From an optimization exercise on the open Yosys and OpenROAD flow, aimed at small area, a short achievable clock period and few clock cycles per item; shortcuts taken in it are not production practice.
The RTL was checked by simulation tests, not by an equivalence proof against the original design.

==> flow/design.v <==
module gz4_law (
    input  wire        clk,
    input  wire        rst,
    input  wire        cmd_valid,
    output reg         cmd_ready,
    input  wire [1:0]  cmd_op,
    input  wire [1:0]  cmd_loop,
    input  wire [7:0]  cmd_addr,
    input  wire [31:0] cmd_data,
    input  wire        cmd_ovr,
    output reg         res_valid,
    output reg  [1:0]  res_loop,
    output reg         res_closed,
    output reg  [31:0] res_u,
    output reg  [31:0] res_i,
    output reg  [31:0] res_e,
    output reg  [4:0]  res_band,
    output reg  [2:0]  res_sat,
    output reg         res_hi,
    output reg         res_lo
);
    localparam OP_WRITE = 2'd0;
    localparam OP_TICK  = 2'd1;
    localparam OP_OPEN  = 2'd2;
    localparam OP_CLOSE = 2'd3;
    function gt_u32;
        input [31:0] a;
        input [31:0] b;
        reg [31:0] g, p;
        integer w, k;
        begin
            g = a & ~b;
            p = a | ~b;
            for (w = 16; w >= 1; w = w / 2)
                for (k = 0; k < w; k = k + 1) begin
                    g[k] = g[2*k+1] | (p[2*k+1] & g[2*k]);
                    p[k] = g[2*k+1] | (p[2*k+1] & p[2*k]);
                end
            gt_u32 = g[0];
        end
    endfunction
    function gt_s32;                        
        input [31:0] a;
        input [31:0] b;
        gt_s32 = gt_u32({~a[31], a[30:0]}, {~b[31], b[30:0]});
    endfunction
    function gt_s33;                        
        input [32:0] a;
        input [32:0] b;
        gt_s33 = (a[32] != b[32]) ? b[32] : gt_u32(a[31:0], b[31:0]);
    endfunction
    function [31:0] sat33;
        input [32:0] x;
        begin
            if (x[32] != x[31])
                sat33 = x[32] ? 32'h8000_0000 : 32'h7FFF_FFFF;
            else
                sat33 = x[31:0];
        end
    endfunction
    function [34:0] rne_sat;
        input [63:0] x;
        input [4:0]  s;
        reg [64:0] xe;
        reg [32:0] t;
        reg [30:0] low;
        reg [31:0] hi_ok;
        reg        sticky, inc, fits, ovf, sat;
        reg [31:0] q1, v;
        integer k;
        begin
            xe = {x, 1'b0};
            t  = xe >> s;                       
            for (k = 0; k < 31; k = k + 1)
                low[k] = x[k] & (s > k + 1);
            sticky = |low;
            inc = t[0] & (sticky | t[1]);
            for (k = 0; k < 32; k = k + 1)
                hi_ok[k] = (x[31 + k] == x[63]) | (k < s);
            fits = &hi_ok;
            q1  = t[32:1];
            ovf = inc & (q1 == 32'h7FFF_FFFF);
            sat = ~fits | ovf;
            v   = ~fits ? (x[63] ? 32'h8000_0000 : 32'h7FFF_FFFF) :
                  ovf ? 32'h7FFF_FFFF : q1 + {31'd0, inc};
            rne_sat[32:0] = {sat, v};
            rne_sat[33] = fits ? (q1[31] & ~(inc & (q1 == 32'hFFFF_FFFF))) : x[63];
            rne_sat[34] = fits ? ((~q1[31] & ((q1 != 32'd0) | inc)) | ovf) : ~x[63];
        end
    endfunction
    function [63:0] booth_mul;
        input [31:0] a;
        input [47:0] enc;
        reg [33:0] ax, v;
        reg [63:0] acc;
        reg neg, one, two;
        integer j;
        begin
            ax  = {a[31], a[31], a};
            acc = 64'h5555_5556_0000_0000;      
            for (j = 0; j < 16; j = j + 1) begin
                neg = enc[3*j+2]; two = enc[3*j+1]; one = enc[3*j];
                v = ((one ? ax : 34'd0) | (two ? {ax[32:0], 1'b0} : 34'd0)) ^ {34{neg}};
                v[33] = ~v[33];
                acc = acc + ({30'd0, v} << (2*j)) + ({63'd0, neg} << (2*j));
            end
            booth_mul = acc;
        end
    endfunction
    function [47:0] booth_enc;
        input [31:0] b;
        reg [32:0] bx;
        reg [2:0]  t;
        integer j;
        begin
            bx = {b, 1'b0};
            for (j = 0; j < 16; j = j + 1) begin
                t = bx[2*j +: 3];
                booth_enc[3*j+2] = t[2];
                booth_enc[3*j+1] = (t == 3'b011) | (t == 3'b100);
                booth_enc[3*j]   = t[1] ^ t[0];
            end
        end
    endfunction
    reg [31:0] gt_edge [1:31];
    reg [31:0] gt_kpm  [0:31];
    reg [31:0] gt_kim  [0:31];
    reg [4:0]  gt_kps  [0:31];
    reg [4:0]  gt_kis  [0:31];
    reg [31:0] sp      [0:3];
    reg [31:0] sp_max  [0:3];
    reg [31:0] sp_min  [0:3];               
    reg        link_en [0:3];
    reg [1:0]  link    [0:3];
    reg [31:0] e_last  [0:3];
    reg        closed  [0:3];
    reg [31:0] out_min [0:3];
    reg [31:0] out_max [0:3];
    reg [31:0] int_min [0:3];
    reg [31:0] int_max [0:3];
    reg [31:0] st_i    [0:3];
    reg [31:0] st_u    [0:3];
    reg        st_hi   [0:3];
    reg        st_lo   [0:3];
    reg [2:0]  sat     [0:3];
    reg rst_q;
    always @(posedge clk)
        rst_q <= rst;
    reg        c_v;
    reg [1:0]  c_wait;                      
    reg [1:0]  c_op;
    reg [1:0]  c_loop;
    reg [7:0]  c_addr;
    reg [31:0] c_data;
    reg        c_ovr;
    reg        p_v;
    reg        p_uwr;                       
    reg [1:0]  p_op;
    reg [1:0]  p_loop;
    reg        p_closed;                    
    reg        p_esat;
    reg        p_ovr;
    reg [3:0]  p_reg;                       
    reg        p_lwr;                       
    reg [31:0] p_e;                         
    reg [4:0]  p_band;
    reg [31:0] p_sel;                       
    reg        q_v;
    reg        q_uwr;
    reg [1:0]  q_op;
    reg [1:0]  q_loop;
    reg        q_closed;
    reg        q_esat;
    reg        q_ovr;
    reg [3:0]  q_reg;
    reg        q_lwr;
    reg [31:0] q_e;
    reg [4:0]  q_band;
    reg [63:0] q_prodp, q_prodi;
    reg [4:0]  q_kps, q_kis;
    wire acc = cmd_valid & cmd_ready;
    wire c_lnkwr = c_v & (c_op == OP_WRITE) & ~c_addr[7] & (c_addr[3:0] == 4'd6) &
                   (c_loop == cmd_loop);
    wire       in_len = c_lnkwr ? c_data[15]    : link_en[cmd_loop];
    wire [1:0] in_lnk = c_lnkwr ? c_data[17:16] : link[cmd_loop];
    wire c_uwr = c_v & (((c_op == OP_TICK) & closed[c_loop]) |
                        ((c_op == OP_WRITE) & ~c_addr[7] & (c_addr[3:0] == 4'd7)));
    wire in_tick = (cmd_op == OP_TICK) & in_len;
    wire haz3 = in_tick & c_uwr & (in_lnk == c_loop);
    wire haz2 = in_tick & p_v & p_uwr & (in_lnk == p_loop);
    wire haz1 = in_tick & q_v & q_uwr & (in_lnk == q_loop);
    wire [1:0] wait_in  = haz3 ? 2'd3 : (haz2 ? 2'd2 : (haz1 ? 2'd1 : 2'd0));
    wire [1:0] wait_nxt = acc ? wait_in : ((c_wait != 2'd0) ? c_wait - 2'd1 : 2'd0);
    always @(posedge clk) begin
        if (rst) begin
            c_v       <= 1'b0;
            c_wait    <= 2'd0;
            cmd_ready <= 1'b1;
        end else begin
            if (cmd_ready)
                c_v <= cmd_valid;
            c_wait    <= wait_nxt;
            cmd_ready <= (wait_nxt == 2'd0);
        end
        if (cmd_ready) begin
            c_op   <= cmd_op;
            c_loop <= cmd_loop;
            c_addr <= cmd_addr;
            c_data <= cmd_data;
            c_ovr  <= cmd_ovr;
        end
    end
    wire [1:0] L1      = c_loop;
    wire       go1     = c_v & (c_wait == 2'd0);
    wire       c_close = (c_op == OP_CLOSE);
    wire [31:0] s_a = sp_min[L1];
    wire [31:0] s_c = st_u[link[L1]];
    wire        pick_c = link_en[L1] & gt_s32(s_a, s_c);
    wire [32:0] d_a = {s_a[31], s_a} - {c_data[31], c_data};
    wire [32:0] d_c = {s_c[31], s_c} - {c_data[31], c_data};
    wire [32:0] e_raw  = pick_c ? d_c : d_a;
    wire [31:0] e_tick = sat33(e_raw);
    wire        e_satp = (e_raw[32] != e_raw[31]);
    wire [31:0] e1     = c_close ? e_last[L1] : e_tick;
    wire [31:1] ge;
    genvar gb;
    generate
        for (gb = 1; gb < 32; gb = gb + 1) begin : g_cmp
            assign ge[gb] = ~gt_s32(gt_edge[gb], e1);
        end
    endgenerate
    reg [31:0] onehot;
    reg [4:0]  band1;
    reg [32:1] sfx;                         
    integer b, d;
    always @(*) begin
        sfx = {1'b0, ge};
        for (d = 1; d < 32; d = d * 2)
            for (b = 1; b < 32; b = b + 1)
                if (b + d < 32) sfx[b] = sfx[b] | sfx[b + d];
        for (b = 1; b < 32; b = b + 1)
            onehot[b] = ge[b] & ~sfx[b + 1];
        onehot[0] = ~sfx[1];
        band1 = 5'd0;
        for (b = 0; b < 32; b = b + 1)
            band1 = band1 | (onehot[b] ? b[4:0] : 5'd0);
    end
    always @(posedge clk) begin
        if (rst)
            p_v <= 1'b0;
        else
            p_v <= go1;
        p_uwr    <= c_uwr;
        p_op     <= c_op;
        p_loop   <= c_loop;
        p_closed <= closed[L1];
        p_esat   <= e_satp & ~c_close;
        p_ovr    <= c_ovr;
        p_reg    <= c_addr[3:0];
        p_lwr    <= ~c_addr[7];
        p_e      <= (c_op == OP_WRITE) ? c_data : e1;
        p_band   <= band1;
        p_sel    <= onehot;
    end
    integer k;
    always @(posedge clk) begin
        if (rst_q) begin
            for (k = 0; k < 4; k = k + 1) begin
                sp[k]      <= 32'd0;
                sp_max[k]  <= 32'd0;
                sp_min[k]  <= 32'd0;
                link_en[k] <= 1'b0;
                link[k]    <= 2'd0;
                e_last[k]  <= 32'd0;
                closed[k]  <= 1'b0;
            end
        end else if (go1) begin
            case (c_op)
            OP_WRITE: begin
                if (!c_addr[7]) begin
                    case (c_addr[3:0])
                    4'd0: begin
                        sp[L1]     <= c_data;
                        sp_min[L1] <= gt_s32(c_data, sp_max[L1]) ? sp_max[L1] : c_data;
                    end
                    4'd1: begin
                        sp_max[L1] <= c_data;
                        sp_min[L1] <= gt_s32(sp[L1], c_data) ? c_data : sp[L1];
                    end
                    4'd6: begin
                        link_en[L1] <= c_data[15];
                        link[L1]    <= c_data[17:16];
                    end
                    default: ;
                    endcase
                end
            end
            OP_TICK:  if (!closed[L1]) e_last[L1] <= e1;
            OP_OPEN:  closed[L1] <= 1'b0;
            OP_CLOSE: closed[L1] <= 1'b1;
            endcase
        end
    end
    always @(posedge clk) begin
        if (go1 && c_op == OP_WRITE && c_addr[7]) begin
            case (c_addr[1:0])
            2'd0: if (c_addr[6:2] != 5'd0) gt_edge[c_addr[6:2]] <= c_data;
            2'd1: gt_kpm[c_addr[6:2]] <= c_data;
            2'd2: gt_kim[c_addr[6:2]] <= c_data;
            2'd3: begin
                gt_kps[c_addr[6:2]] <= c_data[4:0];
                gt_kis[c_addr[6:2]] <= c_data[12:8];
            end
            endcase
        end
    end
    reg [31:0] kpm2, kim2;
    reg [4:0]  kps2, kis2;
    always @(*) begin
        kpm2 = 32'd0; kim2 = 32'd0; kps2 = 5'd0; kis2 = 5'd0;
        for (b = 0; b < 32; b = b + 1) begin
            kpm2 = kpm2 | (gt_kpm[b] & {32{p_sel[b]}});
            kim2 = kim2 | (gt_kim[b] & {32{p_sel[b]}});
            kps2 = kps2 | (gt_kps[b] & {5{p_sel[b]}});
            kis2 = kis2 | (gt_kis[b] & {5{p_sel[b]}});
        end
    end
    wire [47:0] enc2   = booth_enc(p_e);
    wire [63:0] prod_p = booth_mul(kpm2, enc2);
    wire [63:0] prod_i = booth_mul(kim2, enc2);
    always @(posedge clk) begin
        if (rst)
            q_v <= 1'b0;
        else
            q_v <= p_v;
        q_uwr    <= p_uwr;
        q_op     <= p_op;
        q_loop   <= p_loop;
        q_closed <= p_closed;
        q_esat   <= p_esat;
        q_ovr    <= p_ovr;
        q_reg    <= p_reg;
        q_lwr    <= p_lwr;
        q_e      <= p_e;
        q_band   <= p_band;
        q_prodp  <= prod_p;
        q_prodi  <= prod_i;
        q_kps    <= kps2;
        q_kis    <= kis2;
    end
    wire [34:0] pr3 = rne_sat(q_prodp, q_kps);
    wire [34:0] ir3 = rne_sat(q_prodi, q_kis);
    reg        r_v;
    reg [1:0]  r_op;
    reg [1:0]  r_loop;
    reg        r_closed;
    reg        r_esat;
    reg        r_ovr;
    reg [3:0]  r_reg;
    reg        r_lwr;
    reg [31:0] r_e;
    reg [4:0]  r_band;
    reg [31:0] r_p, r_di;
    reg        r_psat, r_disat, r_dipos, r_dineg;
    reg [31:0] r_i, r_u, r_imin, r_imax, r_omin, r_omax;
    reg        r_hi, r_lo;
    reg [2:0]  r_sat;
    reg        r_ci, r_co;                  
    reg        r_iminm, r_imaxm, r_ominm, r_omaxm;   
    wire [31:0] n_i, n_u, n_imin, n_imax, n_omin, n_omax;
    wire        n_hi, n_lo;
    wire [2:0]  n_sat;
    wire byp = r_v & (r_loop == q_loop);
    wire [31:0] b_imin = byp ? n_imin : int_min[q_loop];
    wire [31:0] b_imax = byp ? n_imax : int_max[q_loop];
    wire [31:0] b_omin = byp ? n_omin : out_min[q_loop];
    wire [31:0] b_omax = byp ? n_omax : out_max[q_loop];
    always @(posedge clk) begin
        if (rst)
            r_v <= 1'b0;
        else
            r_v <= q_v;
        r_op     <= q_op;
        r_loop   <= q_loop;
        r_closed <= q_closed;
        r_esat   <= q_esat;
        r_ovr    <= q_ovr;
        r_reg    <= q_reg;
        r_lwr    <= q_lwr;
        r_e      <= q_e;
        r_band   <= q_band;
        r_p      <= pr3[31:0];
        r_psat   <= pr3[32];
        r_di     <= ir3[31:0];
        r_disat  <= ir3[32];
        r_dipos  <= ir3[34];
        r_dineg  <= ir3[33];
        r_i      <= byp ? n_i   : st_i[q_loop];
        r_u      <= byp ? n_u   : st_u[q_loop];
        r_hi     <= byp ? n_hi  : st_hi[q_loop];
        r_lo     <= byp ? n_lo  : st_lo[q_loop];
        r_sat    <= byp ? n_sat : sat[q_loop];
        r_imin   <= b_imin;
        r_imax   <= b_imax;
        r_omin   <= b_omin;
        r_omax   <= b_omax;
        r_ci     <= gt_s32(b_imin, b_imax);
        r_co     <= gt_s32(b_omin, b_omax);
        r_iminm  <= (b_imin == 32'h8000_0000);
        r_imaxm  <= (b_imax == 32'h7FFF_FFFF);
        r_ominm  <= (b_omin == 32'h8000_0000);
        r_omaxm  <= (b_omax == 32'h7FFF_FFFF);
    end
    wire        tick4  = (r_op == OP_TICK);
    wire        close4 = (r_op == OP_CLOSE);
    wire        di_zero = (r_dipos & (r_hi | r_ovr)) | (r_dineg & r_lo);
    wire [31:0] x_a   = tick4 ? r_i : r_u;
    wire [31:0] x_b   = tick4 ? (di_zero ? 32'd0 : r_di) : ~r_p;
    wire [32:0] x_sum = {x_a[31], x_a} + {x_b[31], x_b} + {32'd0, ~tick4};
    wire        x_po  = ~x_sum[32] & x_sum[31];
    wire        x_no  = x_sum[32] & ~x_sum[31];
    wire [31:0] x_sat = sat33(x_sum);
    wire        i_below = gt_s33({r_imin[31], r_imin}, x_sum) & ~(x_no & r_iminm);
    wire        i_above = gt_s33(x_sum, {r_imax[31], r_imax}) & ~(x_po & r_imaxm);
    wire [31:0] i_new = i_below ? (r_ci ? r_imax : r_imin) : (i_above ? r_imax : x_sat);
    wire        x_eqmax = (x_sum[31:0] == r_imax);
    wire        i_flag = x_po | x_no | (i_below & ~(r_ci & x_eqmax)) | (~i_below & i_above);
    wire [33:0] v_a = {{2{r_p[31]}}, r_p} + {{2{x_a[31]}}, x_a} + {{2{x_b[31]}}, x_b};
    wire [32:0] v_b = {r_p[31], r_p} + {r_imin[31], r_imin};
    wire [32:0] v_c = {r_p[31], r_p} + {r_imax[31], r_imax};
    wire [32:0] v_d = {r_p[31], r_p} + 33'h0_7FFF_FFFF;
    wire [32:0] v_e = {r_p[31], r_p} + 33'h1_8000_0000;
    wire [32:0] v_sum = i_below ? (r_ci ? v_c : v_b) :
                        (i_above ? v_c : (x_po ? v_d : (x_no ? v_e : v_a[32:0])));
    wire        v_po  = ~v_sum[32] & v_sum[31];
    wire        v_no  = v_sum[32] & ~v_sum[31];
    wire [31:0] v     = sat33(v_sum);
    wire        hi_new = gt_s33(v_sum, {r_omax[31], r_omax}) & ~(v_po & r_omaxm);
    wire        lo_new = gt_s33({r_omin[31], r_omin}, v_sum) & ~(v_no & r_ominm);
    wire [31:0] u_new  = lo_new ? (r_co ? r_omax : r_omin) : (hi_new ? r_omax : v);
    wire        v_eqmax = (v_sum[31:0] == r_omax);
    wire        o_flag = v_po | v_no | (lo_new & ~(r_co & v_eqmax)) | (~lo_new & hi_new);
    wire wr4 = r_v & (r_op == OP_WRITE) & r_lwr;
    wire tc4 = r_v & tick4 & r_closed;      
    wire to4 = r_v & tick4 & ~r_closed;     
    wire pl4 = r_v & close4 & ~r_closed;    
    assign n_omin = (wr4 && r_reg == 4'd2) ? r_e : r_omin;
    assign n_omax = (wr4 && r_reg == 4'd3) ? r_e : r_omax;
    assign n_imin = (wr4 && r_reg == 4'd4) ? r_e : r_imin;
    assign n_imax = (wr4 && r_reg == 4'd5) ? r_e : r_imax;
    assign n_u    = (wr4 && r_reg == 4'd7) ? r_e : (tc4 ? u_new : r_u);
    assign n_i    = (tc4 | pl4) ? i_new : r_i;
    assign n_hi   = tc4 ? hi_new : (pl4 ? 1'b0 : r_hi);
    assign n_lo   = tc4 ? lo_new : (pl4 ? 1'b0 : r_lo);
    assign n_sat  = (wr4 && r_reg == 4'd8) ? (r_sat & ~r_e[2:0]) :
                    tc4 ? (r_sat | {o_flag, r_disat | i_flag, r_esat | r_psat}) :
                    to4 ? (r_sat | {2'b00, r_esat}) :
                    pl4 ? (r_sat | {1'b0, i_flag, 1'b0}) : r_sat;
    always @(posedge clk) begin
        if (rst)
            res_valid <= 1'b0;
        else
            res_valid <= r_v & (tick4 | close4);
        res_loop   <= r_loop;
        res_closed <= close4 | r_closed;
        res_u      <= n_u;
        res_i      <= n_i;
        res_e      <= r_e;
        res_band   <= r_band;
        res_sat    <= n_sat;
        res_hi     <= n_hi;
        res_lo     <= n_lo;
    end
    always @(posedge clk) begin
        if (rst_q) begin
            for (k = 0; k < 4; k = k + 1) begin
                out_min[k] <= 32'd0;
                out_max[k] <= 32'd0;
                int_min[k] <= 32'd0;
                int_max[k] <= 32'd0;
                st_i[k]    <= 32'd0;
                st_u[k]    <= 32'd0;
                st_hi[k]   <= 1'b0;
                st_lo[k]   <= 1'b0;
                sat[k]     <= 3'd0;
            end
        end else if (r_v) begin
            out_min[r_loop] <= n_omin;
            out_max[r_loop] <= n_omax;
            int_min[r_loop] <= n_imin;
            int_max[r_loop] <= n_imax;
            st_i[r_loop]    <= n_i;
            st_u[r_loop]    <= n_u;
            st_hi[r_loop]   <= n_hi;
            st_lo[r_loop]   <= n_lo;
            sat[r_loop]     <= n_sat;
        end
    end
endmodule
==> flow/run.sh <==
#!/bin/bash
# synth_recipe.tcl (not shown) runs the flow's synth.tcl, then flattens the netlist and writes it again
# the make line also repeats each setting of config.mk as NAME=value (left out here)
make -C /OpenROAD-flow-scripts/flow DESIGN_CONFIG=/design/flow/config.mk WORK_HOME=/design/flow/orfs CLKGATE_MAP_FILE= SYNTH_SCRIPT=/design/flow/synth_recipe.tcl finish
==> flow/config.mk <==
export PLATFORM = sky130hd
export DESIGN_NAME = gz4_law
export DESIGN_NICKNAME = gz4_law
export VERILOG_FILES = /design/flow/design.v
export SDC_FILE = /design/flow/constraint.sdc
export NUM_CORES = 4
export LEC_CHECK = 0
export CAP_MARGIN = 20
export CORE_MARGIN = 2
export CORE_UTILIZATION = 30
export PLACE_DENSITY = 0.4
export SLEW_MARGIN = 20
==> flow/constraint.sdc <==
create_clock -name core_clock -period 60.0 [get_ports {clk}]
set_input_delay 12.0000 -clock core_clock [delete_from_list [all_inputs] [get_ports {clk}]]
set_output_delay 12.0000 -clock core_clock [all_outputs]
set_load 0.01 [all_outputs]
==> reports/metrics.yaml, run 1 <==
drt:
  routedWlPerCell_um: 34.5
  drcViolationCount: 0
  vias_per_cell: 5.69
  drtIter0Drc: 23521
  wl_um: 1310000
  dr.pass1.iters: 6
  antenna_left: 0
  vias: 216852
worst_setup_path:
  crit_type: "flip-flop to flip-flop"
  worstPathMaxFanout: 67
  slowest_stage: "o22ai_1"
  crit_top_cell: "maj3_1"
  endpoint_kind: "flip-flop"
  cp.required_ns: 60.97
  slowest_delay_ns: 0.73
  start_kind: "flip-flop"
  critPathArrivalTime_ns: 16.38
floorplan:
  initial_core_util: 0.301
  ios: 159
  coreArea_sq_um: 977000
  die_h_um: 994
  die_x_um: 994
  fp-row-count: 363
  dieArea_sq_um: 988000
cts:
  cts-resized-gates: 0
  worst_skew_pair.late_latency_ns: 1.11
  hold_buffers: 0
  post_cts_buffers: 0
  cts-root-buf: "clkbuf_16"
  clock_tree.buffer_depth: 5
  cts_tree: "done"
  cts_buffers: 653
  cts.sinks: 5431
  cts.clk_slew.worst_paths_ns: 0.06
  ctsHtreeMaxLevel: 6
timing:
  grt_setup_unrepaired: "false"
  period_needed_ns: 15.41
  report.final.slew_viol_count: 0
  max_slew.worst_pin.slew_ns: 1.26
  fmax_mhz: 64.9
  finalSetupViolCount: 0
  finalCritPeriodShare: 0.257
  relSlewSlack: 0.154
  hold_violations: 0
  finClkSkew_ns: 0.144
  finalSetupTns_ns: 0
place:
  placed_area_sq_um: 313000
  place.gp.congestion: 0.913
  dp_cells: 36901
  port_buffers: 158
  place_hpwl_um: 873000
grt:
  grt_max_degree: 186
  antenna_found_initial: 99
  grt_pass1_wl_um: 1800000
  grt_pass1_vias: 213174
  grt.total_usage: 0.256
  grt_overflow: 0
synthesis:
  yosysWarnings: 1
  synth_top_flop_cell: "edfxtp_1"
  netlist_instances: 24765
  synth-seq-cells: 5431
  synth-seq-area-share: 0.530
  synthArstFlopShare: 0
  synth_cell_types: 108
  synth-edff-count: 4721
  synth_area_per_cell_sq_um: 11.9
  syn_nets: 26486
  syn-cell-area_sq_um: 294000
min_path:
  holdCritPathClass: "flip-flop to flip-flop"
final_layout:
  final-instance-count-excl-fill: 38133
  layout-drive-gt1-share: 0.112
  syn2layout_area_growth_pct: 13.6
  nNetsFinal: 26322
  final_area_sq_um: 334000
flow_run:
  cap_violations: 0
run_status:
  status: "complete, no violations"
-- through the flow --
| stage | setup WS [ns] | util | hold slack [ns] |
|---|---|---|---|
| floorplan | 45.95 | - | 0.310 |
| global placement | 44.59 | 0.321 | 0.311 |
| detailed placement | 44.72 | 0.321 | 0.312 |
| CTS | 44.62 | 0.342 | 0.275 |
| global route | 43.71 | 0.342 | 0.277 |
| finish | 44.59 | 0.342 | 0.273 |
-- worst paths after layout --
path	to	slack, ns	startpoint	cells past startpoint
worst max-delay path	p_band[3]	44.59	flip-flop	48
worst min-delay path	r_e[5]	0.27	q_e[5]	0
worst max register to register	p_band[3]	44.59	flip-flop	48
worst min register to register	r_e[5]	0.27	q_e[5]	0
-- synth_stat cells (710+ instances only) --
library cell     n  area share
dfxtp_1        710       0.048
fa_1           906       0.062
a22oi_1       1924       0.049
inv_1         1480       0.019
ha_1           767       0.033
xnor2_1       1172       0.035
clkbuf_1      1311       0.017
nand2_1       1380       0.018
a21oi_1       1123       0.019
nor2_1        2066       0.026
edfxtp_1      4721        0.48
o21ai_0       1092       0.019
-- cells in the final DEF, fill, tap and decap left out, types with 823 or more instances in the layout --
cell type	synthesis	final
a21oi_1	1123	1114
a22oi_1	1924	1924
buf_4	34	823
edfxtp_1	4721	4721
fa_1	906	906
inv_1	1480	1479
nand2_1	1380	1372
nor2_1	2066	1927
o21ai_0	1092	1085
xnor2_1	1172	1172
-- cell type report --
type / instances / area, sq um
Antenna cell: 71 / 178
Timing Repair Buffer: 1015 / 8370
Tap cell: 12957 / 16200
Clock buffer: 861 / 18000
Fill cell: 96268 / 643000
Clock inverter: 298 / 2540
Sequential cell: 5431 / 156000
Inverter: 1501 / 5630
Multi-Input combinational cell: 15999 / 127000
-- per-layer routing --
| metal | part of all wire | track usage | routed length, um | vias to the layer above |
|---|---|---|---|---|
| met2 | 0.47 | 0.419 | 613000 | 8342 |
| li1 | - | - | - | 92485 |
| met4 | 0.040 | 0.0894 | 52700 | 32 |
| met5 | 0.00019 | 0 | 248 | - |
| met3 | 0.060 | 0.0358 | 78900 | 1801 |
| met1 | 0.43 | 0.349 | 569000 | 114192 |
-- kinds of logic (layout without fill, tap and decap cells) --
logic type                 Yosys count  after routing  synth area share
and+or+nand+nor                   5260           5260            0.0808
adders and majority gates         1992           1992             0.105
buffers and inverters             3335           3675            0.0438
xor gates and xnor gates          1310           1310            0.0390
AOI/OAI and AO/OA                 6529           6529             0.152
DFF                               5431           5431             0.530
other                                0             71                 0
muxes                              908            908            0.0490
-- worst max-delay path: cells and delay by family (launching register included) --
| family | cells | cell delay, ns |
|---|---|---|
| DFF | 1 | 0.53 |
| and+or+nand+nor | 15 | 3.91 |
| muxes | 3 | 1.44 |
| buffers and inverters | 5 | 1.85 |
| adders and majority gates | 7 | 2.41 |
| AOI/OAI and AO/OA | 18 | 4.98 |
Testbench counts, summed over its fixed seeds: cycles 21,853, items 17,092.
==> run 2: changes to the inputs <==
--- a/flow/design.v
+++ b/flow/design.v
@@ -151,4 +151,6 @@
     reg [1:0]  c_op;
     reg [1:0]  c_loop;
+    reg [1:0]  c_loopn;                     
+    reg [3:0]  c_lsel;                      
     reg [7:0]  c_addr;
     reg [31:0] c_data;
@@ -206,4 +208,6 @@
             c_op   <= cmd_op;
             c_loop <= cmd_loop;
+            c_loopn <= ~cmd_loop;
+            c_lsel <= 4'd1 << cmd_loop;
             c_addr <= cmd_addr;
             c_data <= cmd_data;
@@ -215,6 +219,7 @@
     wire       c_close = (c_op == OP_CLOSE);
     wire [31:0] s_a = sp_min[L1];
-    wire [31:0] s_c = st_u[link[L1]];
-    wire        pick_c = link_en[L1] & gt_s32(s_a, s_c);
+    wire [1:0]  l_c = link[~c_loopn];
+    wire [31:0] s_c = st_u[l_c];
+    wire        pick_c = link_en[~c_loopn] & gt_s32(s_a, s_c);
     wire [32:0] d_a = {s_a[31], s_a} - {c_data[31], c_data};
     wire [32:0] d_c = {s_c[31], s_c} - {c_data[31], c_data};
@@ -222,5 +227,7 @@
     wire [31:0] e_tick = sat33(e_raw);
     wire        e_satp = (e_raw[32] != e_raw[31]);
-    wire [31:0] e1     = c_close ? e_last[L1] : e_tick;
+    wire [31:0] el1    = (e_last[0] & {32{c_lsel[0]}}) | (e_last[1] & {32{c_lsel[1]}}) |
+                         (e_last[2] & {32{c_lsel[2]}}) | (e_last[3] & {32{c_lsel[3]}});
+    wire [31:0] e1     = c_close ? el1 : e_tick;
     wire [31:1] ge;
     genvar gb;
--- a/flow/config.mk
+++ b/flow/config.mk
@@ -6,7 +6,8 @@
 export NUM_CORES = 4
 export LEC_CHECK = 0
+export ABC_AREA = 1
 export CAP_MARGIN = 20
 export CORE_MARGIN = 2
-export CORE_UTILIZATION = 30
-export PLACE_DENSITY = 0.4
+export CORE_UTILIZATION = 45
+export PLACE_DENSITY = 0.55
 export SLEW_MARGIN = 20
==> reports/metrics.yaml, run 2 <==
run_status:
  status: "complete, no violations"
worst_setup_path:
  worst-path-stages: 1  # -98%
  rr_worst_depth: 56  # +17%
  cp.required_ns: 48.00  # -12.97 ns
  critPathArrivalTime_ns: 2.56  # -13.82 ns
  slowest_stage: "dfxtp_4"
  crit_type: "flip-flop to output pin"
  critical_path.endpoint: "cmd_ready"
  cp-startpoint: "cmd_ready"
  path_cells: "clkdlybuf4s50_1"
  endpoint_kind: "output pin"
  slowest_delay_ns: 0.69  # -0.04 ns
  start_kind: "flip-flop"
  r2r-start: "c_loopn[0]"
  path_buf_inv: 1  # -4
  cp_top_family: "flip-flops"
  reg2reg_to: "p_band[0]"
  worstPathMaxFanout: 27  # -60%
  r2r_slack_ns: 48.17  # +3.58 ns
min_path:
  holdCritPathClass: "flip-flop to flip-flop"
synthesis:
  yosysMostFrequentCell: "nand2_1"
  synth.top_cells.by_count: "nand2_1 (6921), edfxtp_1 (4727), nor2_1 (3002)"
  synth-seq-cells: 5437  # +0.11%
  synth_top_family_by_area: "simple AND/OR/NAND/NOR gates"
  synth_top_flop_cell: "edfxtp_1"
  synth.area.top_cells: "edfxtp_1 (47%), nand2_1 (8.7%), fa_1 (6.1%)"
  synth_area_per_cell_sq_um: 9.67  # -19%
  yosysTopAreaCell: "edfxtp_1"
  syn-cell-area_sq_um: 299000  # +1.6%
  synth_top_area_frac: 0.475  # -0.00716
  yosysWarnings: 1  # unchanged
  syn_nets: 32651  # +23%
  synth-compound-area-share: 0.117  # -0.0344
  synth_cell_types: 91  # -16%
  synthArstFlopShare: 0  # unchanged
  synth-edff-count: 4727  # +0.13%
  synth-seq-area-share: 0.522  # -0.00794
  netlist_instances: 30930  # +25%
  yosys.area_share.simple: 0.167  # +0.0863
  synth_fa_ha_area_frac: 0.0928  # -0.0124
  synthXorXnorAreaFrac: 0.0368  # -0.00219
  muxShareOfSynthArea: 0.00164  # -0.0473
drt:
  drcViolationCount: 0  # unchanged
  drtIter0Drc: 29460  # +25%
  wl_um: 1200000  # -8.5%
  vias: 239313  # +10%
  vias_per_cell: 5.96  # +4.8%
  antenna_left: 0  # unchanged
  routedWlPerCell_um: 29.9  # -13%
  dr.pass1.iters: 6  # unchanged
final_layout:
  most-common-layout-cells: "nand2_1 (6890), edfxtp_1 (4727), nor2_1 (2892)"
  final_area_sq_um: 330000  # -1.1%
  ff_latch_area_sq_um: 156000  # about the same
  final_common_cell: "nand2_1"
  multiInputGateArea_sq_um: 126000  # -1.1%
  layout-drive-gt1-share: 0.0702  # -0.0421
  syn2layout_area_growth_pct: 10.5
  nNetsFinal: 32420  # +23%
  final_core_util: 0.499  # +0.157
  n_fill_cell: 60651  # -37%
timing:
  report.final.slew_viol_count: 0  # unchanged
  grt_setup_unrepaired: "false"
  period_needed_ns: 14.56  # -0.852 ns
  fmax_mhz: 68.7  # +5.9%
  finClkSkew_ns: 0.119  # -0.0251 ns
  finalSetupTns_ns: 0  # unchanged
  relSlewSlack: 0.141  # -0.0131
  hold_violations: 0  # unchanged
  max_slew.worst_pin.slew_ns: 1.28  # +0.0189 ns
  finalSetupViolCount: 0  # unchanged
  fin_ws_ns: 45.44  # +0.852 ns
  finalCritPeriodShare: 0.243  # -0.0142
cts:
  clock_tree.buffer_depth: 4  # -1
  cts-resized-gates: 0  # unchanged
  ctsHtreeMaxLevel: 6  # unchanged
  cts_tree: "done"
  cts.clk_slew.worst_paths_ns: 0.06  # about the same
  post_cts_buffers: 0  # unchanged
  cts.sinks: 5437  # +0.11%
  cts-root-buf: "clkbuf_16"
  cts_buffers: 597  # -8.6%
  worst_skew_pair.late_latency_ns: 1.16  # +0.05 ns
  hold_buffers: 0  # unchanged
place:
  place.gp.congestion: 0.983  # +7.7%
  place_hpwl_um: 798000  # -8.6%
  port_buffers: 158  # unchanged
  placed_area_sq_um: 311000  # -0.76%
  place_ws_ns: 44.96  # +0.236 ns
floorplan:
  die_x_um: 819  # -18%
  dieArea_sq_um: 671000  # -32%
  coreArea_sq_um: 663000  # -32%
  fp-row-count: 299  # -18%
  initial_core_util: 0.451  # +0.150
  ios: 159  # unchanged
  die_h_um: 819  # -18%
flow_run:
  cap_violations: 0  # unchanged
grt:
  grt_pass1_wl_um: 1670000  # -6.9%
  grt.total_usage: 0.347  # +0.0907
  grt_pass1_vias: 225097  # +5.6%
  grt_overflow: 0  # unchanged
  antenna_found_initial: 103  # +4.0%
  grt_max_degree: 166  # -11%
run 2: cell types whose count changed after synthesis, sizes merged, moves of 506 or more:
cell,before,now
xnor2,1172,107
a22oi,1924,22
nand3,384,890
o21ai,1123,2118
inv,1493,2949
nand2,1381,7040
xor2,138,1147
o22ai,135,1167
nor2,2066,3035
run 2: area by class of cell:
class / count / area share
flip-flops and latches: 5437 / 0.473
multi-input cells: 20826 / 0.380
inverters: 2991 / 0.0341
well taps: 8879 / 0.0336
clock inverters: 288 / 0.00775
diodes: 103 / 0.000780
clock buffers: 788 / 0.0490
repair buffers: 846 / 0.0213
run 2: metrics by stage:
step / instances / hold slack [ns]
after floorplan: 30930 / 0.310
after global placement: 38961 / 0.311
after detailed placement: 38965 / 0.312
after CTS: 40041 / 0.314
after global routing: 40121 / 0.326
final: 40158 / 0.311
run 2: how the worst min path moves through the flow:
stage,from,endpoint,slack [ns],cells after the start
after global routing,q_op[1],r_op[1],0.33,0
final,p_op[0],q_op[0],0.31,0
after detailed placement,p_op[1],q_op[1],0.31,0
after floorplan,p_band[0],q_band[0],0.31,0
after CTS,p_op[0],q_op[0],0.31,0
after global placement,q_closed,r_closed,0.31,0
run 2: cells by family (layout without fill, tap and decap cells):
family                     Yosys count  count (layout)
adders and majority gates         1673            1673
muxes                               49              49
and+or+nand+nor                  12091           12091
AOI/OAI and AO/OA                 5759            5759
other                                0             103
DFF                               5437            5437
xor gates and xnor gates          1254            1254
buffers and inverters             4667            4913
run 2: routing by layer:
metal / routed length (um) / track usage / up-vias
met3: 124000 / 0.0753 / 2668
met5: 471 / 0 / -
li1: - / - / 105510
met1: 466000 / 0.454 / 118300
met4: 75900 / 0.182 / 62
met2: 537000 / 0.543 / 12773
Testbench counts of run 2, summed over its fixed seeds: cycles 21,853, items 17,092.

==> re-timing with driven ports <==
Ports are ideal in the flow. The routed layouts listed here were re-timed in OpenROAD. Step 1 assumes that a clkbuf_16 drives the clock port and a buf_2 every other input. Step 2 moves the port delays by t, midway between the first and last clock arrival at a register: inputs arrive t later, outputs are due t later. That takes back most of the time a late clock gives input paths. Three values: ideal ports, drivers, drivers and shift; two values: the first two.
run | shift t [ns] | setup WS [ns] | slew at the worst register clock pin (ns) | cell pins on the clock port's net
run 1 | 1.181 | 44.592 / 44.592 / 44.592 | 0.07 / 0.07 | 1
run 2 | 1.253 | 45.444 / 45.292 / 44.939 | 0.08 / 0.08 | 1
After both steps setup and hold are still met in every run listed. The setup slack of run 2, which loses most, moves by -0.152 ns with the drivers and by -0.505 ns with both steps.
